Source: an optimization exercise on an open RTL-to-GDS flow (aim: small area, a short achievable clock period and few clock cycles per item). Production flows keep margins and buffers that such runs may drop.
The RTL was checked by simulation tests, not by an equivalence proof against the original design.

// aes_slice
module aes_slice (
    input  wire         clk,
    input  wire         rst,
    input  wire         key_load,
    input  wire         key256,
    input  wire [255:0] key_in,
    input  wire         start,
    input  wire         decrypt,
    input  wire [127:0] din,
    output wire         busy,
    output reg          done,
    output reg  [127:0] dout
);
clock: 8.5 ns
lec_check: 0
abc_area: 1
cap_margin: 20
core_margin: 2
core_utilization: 40
place_density: 0.6
setup_slack_margin: 4.25
slew_margin: 20
standard.sh (not shown) runs the stock make flow with config.mk's settings and CLKGATE_MAP_FILE= SYNTH_SCRIPT=/design/flow/synth_recipe.tcl, a recipe that flattens the netlist after the stock synthesis.
==> flow/flow/run.sh <==
#!/bin/bash
# Layout flow: the standard layout (standard.sh, ORFS synthesis to
# final layout, unchanged), except that Yosys's extraction of full and half
# adders is turned off (ADDER_MAP_FILE empty). The AES logic is almost all
# XOR, and the extracted ha/fa cells map it slower and larger than plain
# gates. Registers and their names are those of the standard synthesis.
# ORFS writes each step's full log under orfs/logs/; make's own output goes
# to flow_make.log here.
set -euo pipefail
bash standard.sh ADDER_MAP_FILE= finish > flow_make.log 2>&1
The starting point finished with timing, DRC and antenna clean.
Testbench counts at the start, summed over its fixed seeds: cycles 4,875, blocks 384.
Rerun with:
--- a/flow/design.v
+++ b/flow/design.v
@@ -10,25 +10,25 @@
     output wire         busy,
     output reg          done,
     output reg  [127:0] dout
 );
     reg [255:0] ke;          
     reg [255:0] kd;          
     reg         k256;        
     reg         dvalid;      
     reg         xp_on;       
     reg         xp_ph;       
     reg [3:0]   xp_r;        
     reg [47:0]  xp_t;        
-    reg [47:0]  tke, tkd;    
+    reg [47:0]  tke;         
     reg         tkev;        
     reg [127:0] s;
     reg [191:0] m;
     reg [255:0] ws, wm;      
     reg [47:0]  tk;          
     reg [31:0]  swm;         
     reg         vs, vm;      
     reg         ds, dm;      
     reg         ks, km;      
     reg [3:0]   rs, rm;      
     reg         lastm;       
     reg         rdy_e, rdy_d;
@@ -628,50 +628,48 @@
         rdy_d      <= slot_n && dvalid_n;
         lastm      <= lastm_n;
         m  <= m_next;
         wm <= wm_next;
         swm <= swm_next;
         vm <= vs;
         dm <= ds;
         km <= ks;
         rm <= rs;
         if (acc_blk) begin
             s  <= din ^ src[255:128];
             ws <= src;
-            tk <= decrypt ? tkd : tke;
+            tk <= decrypt ? xp_t : tke;
             vs <= 1'b1;
             ds <= decrypt;
             ks <= k256;
             rs <= decrypt ? nr - 4'd1 : 4'd1;
         end else begin
             s  <= rout;
             ws <= wm;
             tk <= key_sb_a(ta_m ? rot_word(swm) : swm);
             vs <= vm && !lastm;
             ds <= dm;
             ks <= km;
             rs <= dm ? rm - 4'd1 : rm + 4'd1;
         end
         if (xp_on) begin
             xp_ph <= !xp_ph;
             if (!xp_ph) begin
                 xp_t <= key_sb_a((!k256 || xp_r[0]) ? rot_word(sw_sel(kd, k256, 1'b0))
                                                      : sw_sel(kd, k256, 1'b0));
             end else begin
                 if (xp_r == 4'd1) begin
                     tke  <= xp_t;
                     tkev <= 1'b1;
                 end
-                if (xp_r == nr)
-                    tkd <= xp_t;
                 kd   <= key_step(kd, key_sb_b(xp_t), k256, 1'b0, xp_r);
                 xp_r <= xp_r + 4'd1;
                 if (xp_r == nr) begin
                     xp_on  <= 1'b0;
                     dvalid <= 1'b1;
                 end
             end
         end
         if (acc_key) begin
             ke     <= key_in;
             kd     <= key_in;
             k256   <= key256;
The new run completed with no timing, DRC or antenna violations.
Non-clock buffer count went up by 10.
Hold slack is about the same.
Critical path depth went down by 4.
Routed wire length is about the same.
Cell area barely changes.
Via count went up by 2.9%.
Fmax went up by 1.5%.
Cell count went up by 2.0%.
Testbench counts after the change, summed over its fixed seeds: cycles 4,875, blocks 384.

Another version of the RTL of aes_slice (not shown whole).
Size: about 19,000 cells after synthesis, roughly 1,700 flip-flops, roughly 0.12 sq mm of cells after synthesis.
export LEC_CHECK = 0
export ABC_AREA = 1
export CAP_MARGIN = 20
export CORE_MARGIN = 2
export CORE_UTILIZATION = 40
export PLACE_DENSITY = 0.6
export SETUP_SLACK_MARGIN = 4.0
export SLEW_MARGIN = 20
create_clock -name core_clock -period 8.5 [get_ports {clk}]
Scripts as last shown in full above: flow/flow/run.sh
Testbench counts at the start, summed over its fixed seeds: cycles 4,875, blocks 384.
Next try:
--- a/flow/design.v
+++ b/flow/design.v
@@ -525,16 +525,20 @@
         input         back;
         begin
             if (back)
                 sw_sel = k2 ? w[159:128] : (w[159:128] ^ w[191:160]);
             else
                 sw_sel = k2 ? w[31:0] : w[159:128];
         end
     endfunction
+    function [31:0] rot_word;
+        input [31:0] x;
+        rot_word = {x[23:0], x[31:24]};
+    endfunction
     function [47:0] key_sb_a;
         input [31:0] x;
         key_sb_a = {sbf_a(x[31:24]), sbf_a(x[23:16]), sbf_a(x[15:8]), sbf_a(x[7:0])};
     endfunction
     function [31:0] key_sb_b;
         input [47:0] x;
         key_sb_b = {sbf_b(x[47:36]), sbf_b(x[35:24]), sbf_b(x[23:12]), sbf_b(x[11:0])};
     endfunction
@@ -560,17 +564,17 @@
         input [31:0]  sw;
         input         k2;
         input         back;
         input [3:0]   r;
         reg           type_a;
         reg [31:0]    t, c, y0, y1, y2, y3;
         begin
             type_a = !k2 || (back ? !r[0] : r[0]);
-            t = type_a ? {sw[23:0], sw[31:24]} : sw;
+            t = sw;
             c = {(type_a ? rcon(k2, back, r) : 8'h00), 24'd0};
             if (back) begin
                 y0 = k2 ? w[127:96] : w[255:224];
                 y1 = k2 ? w[95:64]  : w[223:192];
                 y2 = k2 ? w[63:32]  : w[191:160];
                 y3 = k2 ? w[31:0]   : w[159:128];
                 key_step = {(y0 ^ c) ^ t, y1 ^ y0, y2 ^ y1, y3 ^ y2, w[255:128]};
             end else begin
@@ -587,16 +591,17 @@
     wire [191:0] m_next;
     genvar gi;
     generate
         for (gi = 0; gi < 16; gi = gi + 1) begin : g_sa
             assign m_next[12*gi +: 12] = sbd_a(s_in[8*gi +: 8], ds);
         end
     endgenerate
     wire [255:0] wm_next = key_step(ws, key_sb_b(tk), ks, ds, rs);
+    wire         ta_m = !km || (dm ? rm[0] : !rm[0]);
     wire [31:0]  swm_next = ds ? (ks ? (ws[31:0] ^ ws[63:32]) : (ws[159:128] ^ ws[223:192]))
                                : wm_next[31:0];
     wire [127:0] rk = wm[255:128];
     wire [127:0] sb;
     generate
         for (gi = 0; gi < 16; gi = gi + 1) begin : g_sb
             assign sb[8*gi +: 8] = sbd_b(m[12*gi +: 12], dm);
         end
@@ -635,26 +640,27 @@
             tk <= decrypt ? tkd : tke;
             vs <= 1'b1;
             ds <= decrypt;
             ks <= k256;
             rs <= decrypt ? nr - 4'd1 : 4'd1;
         end else begin
             s  <= rout;
             ws <= wm;
-            tk <= key_sb_a(swm);
+            tk <= key_sb_a(ta_m ? rot_word(swm) : swm);
             vs <= vm && !lastm;
             ds <= dm;
             ks <= km;
             rs <= dm ? rm - 4'd1 : rm + 4'd1;
         end
         if (xp_on) begin
             xp_ph <= !xp_ph;
             if (!xp_ph) begin
-                xp_t <= key_sb_a(sw_sel(kd, k256, 1'b0));
+                xp_t <= key_sb_a((!k256 || xp_r[0]) ? rot_word(sw_sel(kd, k256, 1'b0))
+                                                     : sw_sel(kd, k256, 1'b0));
             end else begin
                 if (xp_r == 4'd1) begin
                     tke  <= xp_t;
                     tkev <= 1'b1;
                 end
                 if (xp_r == nr)
                     tkd <= xp_t;
                 kd   <= key_step(kd, key_sb_b(xp_t), k256, 1'b0, xp_r);
Cell count fell slightly; wire length fell slightly; clock-buffer cell count rose by 33; global-route usage fell by 0.25 points; worst setup slack got worse by 130 ps; hold slack improved by 6.7 ps; cell area fell slightly; sequential share of layout area barely changes.
Testbench counts after the change, summed over its fixed seeds: cycles 4,875, blocks 384.

-- separate check: timing with driven ports --
The results above use ideal ports. As a check the final layouts listed here were re-extracted and re-timed, cells and wires unchanged.
Step 1 sets driving cells, clkbuf_16 on the clock port and buf_2 on the other inputs (assumed; they add their load-dependent delay and slew).
Step 2, shift: input delay + t, output delay - t, t = (earliest + latest rising clock arrival at the registers) / 2. This alone moves slack from input paths to output paths.
Slacks: ideal / step 1 / step 2; pairs: ideal / step 1.
run	t, ns	slack for setup (ns)	hold WS [ns]	worst setup path after step 2
the first run of note 1	1.018	4.210 / 4.078 / 3.597	0.391 / 0.391 / 0.391	input to register
the second run of note 1	1.018	4.274 / 4.213 / 3.723	0.390 / 0.390 / 0.390	input to register
the first run of note 2	1.007	3.982 / 3.882 / 3.502	0.374 / 0.374 / 0.374	input to register
the second run of note 2	1.020	3.853 / 3.853 / 3.686	0.381 / 0.381 / 0.381	input to register
After both steps every run listed still meets setup and hold. The setup slack of the first run of note 1, which loses most, moves by -0.132 ns with the drivers and by -0.613 ns with both steps.
